This is an optimization exercise on Yosys and OpenROAD, whose aim is small area, a short achievable clock period and few clock cycles per item, not a production implementation. Where RTL was checked, it was by simulation tests only, not by an equivalence proof against the original.

==> v17 <==
// quadrille
module quadrille (
    input  wire        clk,
    input  wire        rst,
    input  wire        cfg_valid,
    output wire        cfg_ready,
    input  wire [63:0] cfg_seed_lo,
    input  wire [63:0] cfg_seed_hi,
    input  wire [15:0] cfg_dataset_id,
    input  wire [23:0] cfg_epoch,
    input  wire [48:0] cfg_n,
    input  wire        req_valid,
    output wire        req_ready,
    input  wire [47:0] req_pos,
    input  wire        req_inv,
    input  wire [7:0]  req_tag,
    output reg         rsp_valid,
    input  wire        rsp_ready,
    output reg  [7:0]  rsp_tag,
    output reg  [47:0] rsp_index
);
clock: 28.0 ns
lec_check: 0
cap_margin: 20
core_margin: 2
core_utilization: 55
slew_margin: 20
synth_hierarchical: 1
synth_minimum_keep_size: 0
run.sh (not shown) runs the stock make flow with config.mk's settings and CLKGATE_MAP_FILE= SYNTH_SCRIPT=/design/flow/synth_recipe.tcl, a recipe that flattens the netlist after the stock synthesis.
==> v4: changes against v17 <==
--- a/flow/design.v
+++ b/flow/design.v
@@ -2223,56 +2223,54 @@
     input  wire [47:0] req_pos,
     input  wire        req_inv,
     input  wire [7:0]  req_tag,
     output reg         rsp_valid,
     input  wire        rsp_ready,
     output reg  [7:0]  rsp_tag,
     output reg  [47:0] rsp_index
 );
-    localparam NDP = 2;               
+    localparam NDP = 1;               
     localparam KPD = 8 / NDP;         
     reg [63:0] p_alo;      
     reg [63:0] p_ahi;      
     wire [63:0] x_in = cfg_seed_hi ^ {8'h51, 16'h0000, cfg_dataset_id, cfg_epoch};
     always @(posedge clk) begin
         p_alo <= cfg_seed_lo ^ (cfg_seed_lo >> 31);
         p_ahi <= x_in ^ (x_in >> 31);
     end
     reg         kg;             
     reg         kfin;           
     reg  [6:0]  kc;             
     reg         cfg_rdy;
     reg         keys_ok;
-    reg  [48:0] n_q;            
+    reg  [48:0] n_q;
     reg  [4:0]  h_q;            
     reg  [511:0] kall;          
     reg         rb_full;
     reg         rq_rdy;         
     reg  [47:0] rb_pos;
     reg         rb_inv;
     reg  [7:0]  rb_tag;
     wire [47:0] n_m1 = n_q[47:0] - 48'd1;
     reg  [5:0]  nbits;
     integer     i;
     always @* begin
         nbits = 6'd0;
         for (i = 0; i < 48; i = i + 1)
             if (n_m1[i]) nbits = i[5:0] + 6'd1;
     end
     wire [4:0]  h_new = (nbits <= 6'd2) ? 5'd1 : nbits[5:1] + {4'd0, nbits[0]};
-    reg  [23:0] mask;           
-    always @(posedge clk) begin
+    reg  [23:0] mask;
+    always @* begin
         for (i = 0; i < 24; i = i + 1)
-            if (kg && kc == 7'd2)
-                mask[i] <= (i < h_q);
+            mask[i] = (i < h_q);
     end
-    wire [47:0] sh_in = kg ? n_q[47:0] : rb_pos;
-    wire [23:0] sp_l  = sh_in >> h_q;
-    wire [23:0] sp_r  = sh_in[23:0] & mask;
+    wire [23:0] sp_l  = rb_pos >> h_q;
+    wire [23:0] sp_r  = rb_pos[23:0] & mask;
     wire [23:0] sp_b  = rb_inv ? sp_l : sp_r;
     wire [23:0] sp_a  = rb_inv ? sp_r : sp_l;
     wire [63:0] key_n = rb_inv ? kall[511:448] : kall[63:0];    
     wire [3:0]  kr    = kc[6:3];
     wire [2:0]  ks    = kc[2:0];
     wire        km    = kg && (kr != KPD) && (ks != 3'd3) && (ks != 3'd4);
     wire [1:0]  kstep = (ks == 3'd0 || ks == 3'd5) ? 2'd0 :
                         (ks == 3'd1 || ks == 3'd6) ? 2'd1 : 2'd2;
@@ -2286,36 +2284,37 @@
         kdv    <= kg;
         kdm    <= km;
         kdqa   <= kqa;
         kdqb   <= kqb;
         kdsrc  <= ks[2];
         kdstep <= kstep;
         kdkr   <= kr;
     end
-    function [63:0] rca_f;
+    function [63:0] rca_f;      
         input [3:0] i;
         begin
-            rca_f = 64'd0;
-            rca_f = rca_f | ({64{i == 4'd0}} & 64'h9E3779B843248F67);
-            rca_f = rca_f | ({64{i == 4'd1}} & 64'h3C6EF37286491ECF);
-            rca_f = rca_f | ({64{i == 4'd2}} & 64'hDAA66D2DC893AE67);
-            rca_f = rca_f | ({64{i == 4'd3}} & 64'h78DDE6E50C923D9F);
-            rca_f = rca_f | ({64{i == 4'd4}} & 64'h1715609F525EAD57);
-            rca_f = rca_f | ({64{i == 4'd5}} & 64'hB54CDA5991275CCF);
-            rca_f = rca_f | ({64{i == 4'd6}} & 64'h53845412DC01CCB7);
-            rca_f = rca_f | ({64{i == 4'd7}} & 64'hF1BBCDCA19247B3F);
-            rca_f = rca_f | ({64{i == 4'd8}} & 64'h8FF347846678D3B7);
-            rca_f = rca_f | ({64{i == 4'd9}} & 64'h2E2AC13EA4BD5AAF);
-            rca_f = rca_f | ({64{i == 4'd10}} & 64'hCC623AF9E0F72117);
-            rca_f = rca_f | ({64{i == 4'd11}} & 64'h6A99B4B1224EB99F);
-            rca_f = rca_f | ({64{i == 4'd12}} & 64'h08D12E6B676A11C7);
-            rca_f = rca_f | ({64{i == 4'd13}} & 64'hA708A825B803996F);
-            rca_f = rca_f | ({64{i == 4'd14}} & 64'h454021DEFFDD0687);
-            rca_f = rca_f | ({64{i == 4'd15}} & 64'hE3779B963248F67F);
+            case (i)
+                4'd0:  rca_f = 64'h9E3779B843248F67;
+                4'd1:  rca_f = 64'h3C6EF37286491ECF;
+                4'd2:  rca_f = 64'hDAA66D2DC893AE67;
+                4'd3:  rca_f = 64'h78DDE6E50C923D9F;
+                4'd4:  rca_f = 64'h1715609F525EAD57;
+                4'd5:  rca_f = 64'hB54CDA5991275CCF;
+                4'd6:  rca_f = 64'h53845412DC01CCB7;
+                4'd7:  rca_f = 64'hF1BBCDCA19247B3F;
+                4'd8:  rca_f = 64'h8FF347846678D3B7;
+                4'd9:  rca_f = 64'h2E2AC13EA4BD5AAF;
+                4'd10: rca_f = 64'hCC623AF9E0F72117;
+                4'd11: rca_f = 64'h6A99B4B1224EB99F;
+                4'd12: rca_f = 64'h08D12E6B676A11C7;
+                4'd13: rca_f = 64'hA708A825B803996F;
+                4'd14: rca_f = 64'h454021DEFFDD0687;
+                default: rca_f = 64'hE3779B963248F67F;
+            endcase
         end
     endfunction
     wire [NDP-1:0] want;        
     wire [NDP-1:0] ans;         
     wire [NDP-1:0] tk;          
     wire [NDP-1:0] kfin_w;      
     wire [48*NDP-1:0] y_all;
     wire [8*NDP-1:0]  t_all;
@@ -2361,18 +2360,17 @@
             wire [23:0] na = c3_b;
             wire [23:0] nb = c3_a ^ f;
             wire [2:0]  nr = c3_r + 3'd1;
             wire [23:0] va  = c3_pend ? c3_a : na;
             wire [23:0] vb  = c3_pend ? c3_b : nb;
             wire [23:0] jhi = c3_i ? vb : va;
             wire [23:0] jlo = c3_i ? va : vb;
             wire [47:0] y   = ({24'd0, jhi} << h_q) | {24'd0, jlo};
-            wire        y_in = n_q[48] || (jhi < n_q[47:24]) ||
-                               ((jhi == n_q[47:24]) && (jlo < n_q[23:0]));
+            wire        y_in = ({1'b0, y} < n_q);
             wire done  = s3v && (c3_r == 3'd7) && y_in;
             wire waitr = !s3v && c3_act && c3_pend;
             wire idle  = !s3v && !c3_act;
             wire cont  = s3v && !done;
             assign want[g] = done || waitr;
             if (g == 0) begin : g_p0
                 assign ans[g] = want[g] && rfree;
                 assign tk[g]  = keys_ok && rb_full && (idle || ans[g]);
@@ -2474,20 +2472,20 @@
     assign cfg_ready = cfg_rdy;
     wire rb_take_in = rq_rdy && req_valid;
     wire take_any   = |tk;
     wire ans_any    = |ans;
     reg [47:0] y_ans;
     reg [7:0]  t_ans;
     integer k;
     always @* begin
-        y_ans = y_all[48 * (NDP - 1) +: 48];
-        t_ans = t_all[8 * (NDP - 1) +: 8];
-        for (k = NDP - 2; k >= 0; k = k - 1)
-            if (want[k]) begin
+        y_ans = y_all[47:0];
+        t_ans = t_all[7:0];
+        for (k = NDP - 1; k >= 0; k = k - 1)
+            if (ans[k]) begin
                 y_ans = y_all[48 * k +: 48];
                 t_ans = t_all[8 * k +: 8];
             end
     end
     always @(posedge clk) begin
         if (rst) begin
             kg      <= 1'b0;
             kfin    <= 1'b0;
@@ -2526,23 +2524,21 @@
     always @(posedge clk) begin
         for (k = 0; k < 8; k = k + 1)
             if (kwe[k])
                 kall[64 * k +: 64] <= kwd_all[64 * (k / KPD) +: 64];
     end
     always @(posedge clk) begin
         if (kg && kc == 7'd0)
             n_q <= cfg_n;                        
-        if (kg && kc == 7'd1)
+        if (kg)
             h_q <= h_new;
-        if (kg && kc == 7'd3)
-            n_q <= {n_q[48], sp_l, sp_r};
         if (rq_rdy) begin
             rb_pos <= req_pos;
             rb_inv <= req_inv;
             rb_tag <= req_tag;
         end
-        if (!rsp_valid) begin                    
+        if (ans_any) begin
             rsp_tag   <= t_ans;
             rsp_index <= y_ans;
         end
     end
 endmodule
- CORE_UTILIZATION: 55 -> 40
==> v33: changes against v17 <==
--- a/flow/design.v
+++ b/flow/design.v
@@ -2370,20 +2370,20 @@
                                ((jhi == n_q[47:24]) && (jlo < n_q[23:0]));
             wire done  = s3v && (c3_r == 3'd7) && y_in;
             wire waitr = !s3v && c3_act && c3_pend;
             wire idle  = !s3v && !c3_act;
             wire cont  = s3v && !done;
             assign want[g] = done || waitr;
             if (g == 0) begin : g_p0
                 assign ans[g] = want[g] && rfree;
-                assign tk[g]  = keys_ok && rb_full && (idle || ans[g]);
+                assign tk[g]  = keys_ok && rb_full && idle;
             end else begin : g_pn
                 assign ans[g] = want[g] && rfree && !(|want[g-1:0]);
-                assign tk[g]  = keys_ok && rb_full && (idle || ans[g]) && !(|tk[g-1:0]);
+                assign tk[g]  = keys_ok && rb_full && idle && !(|tk[g-1:0]);
             end
             wire blk = want[g] && !ans[g];
             assign y_all[48 * g +: 48] = y;
             assign t_all[8 * g +: 8]   = c3_t;
             wire [2:0]  gk   = g * KPD + kdkr;          
             wire [2:0]  gkm  = g * KPD + kdkr - 1;      
             wire [63:0] ka   = (kdsrc ? p_ahi : p_alo) ^ rca_f({gk, kdsrc});
             wire [2:0]  nk   = c3_i ? ~nr : nr;
- CORE_UTILIZATION: 55 -> 40
==> summary.txt <==
Core utilization: v33 < v4 < v17.
Synthesized area: v4 < v33 < v17.
Worst hold slack: v17 < v4 < v33.
Final area, highest first: v33, v17, v4.
Via count, highest first: v17, v33, v4.
Die area, lowest first: v4, v17, v33.
v17 produced a clean layout. v4 passed the timing, DRC and antenna checks. v33 completed with no timing, DRC or antenna violations.
Testbench counts of v17, summed over its fixed seeds: cycles 34,484, items 3,072.
Testbench counts of v33, summed over its fixed seeds: cycles 36,005, items 3,072.
For v4, only the layout was checked, not whether the RTL still works.

separate check: timing with driven ports:
No port has a modelled driver above. Below, the same layouts with a new extraction and two added sets of constraints. Step 1, drivers: a clkbuf_16 drives clk and a buf_2 each remaining input, both assumed. Step 2 moves the port delays by t, midway between the first and last clock arrival at a register: inputs arrive t later, outputs are due t later. That takes back most of the time a late clock gives input paths. a / b / c = ideal / step 1 / step 2; a / b = the first two.
run | shift t [ns] | slack for setup (ns) | hold slack, ns | clock arrival spread, ns | worst slew at a driven data input, ns
v17 | 1.002 | 19.836 / 19.836 / 19.836 | 0.297 / 0.297 / 0.297 | 0.068 / 0.068 | 0.09
v4 | 0.886 | 19.662 / 19.662 / 19.662 | 0.298 / 0.298 / 0.298 | 0.089 / 0.090 | 0.10
v33 | 1.021 | 20.178 / 20.057 / 20.245 | 0.299 / 0.299 / 0.299 | 0.101 / 0.102 | 0.27
After both steps every run listed still meets setup and hold.
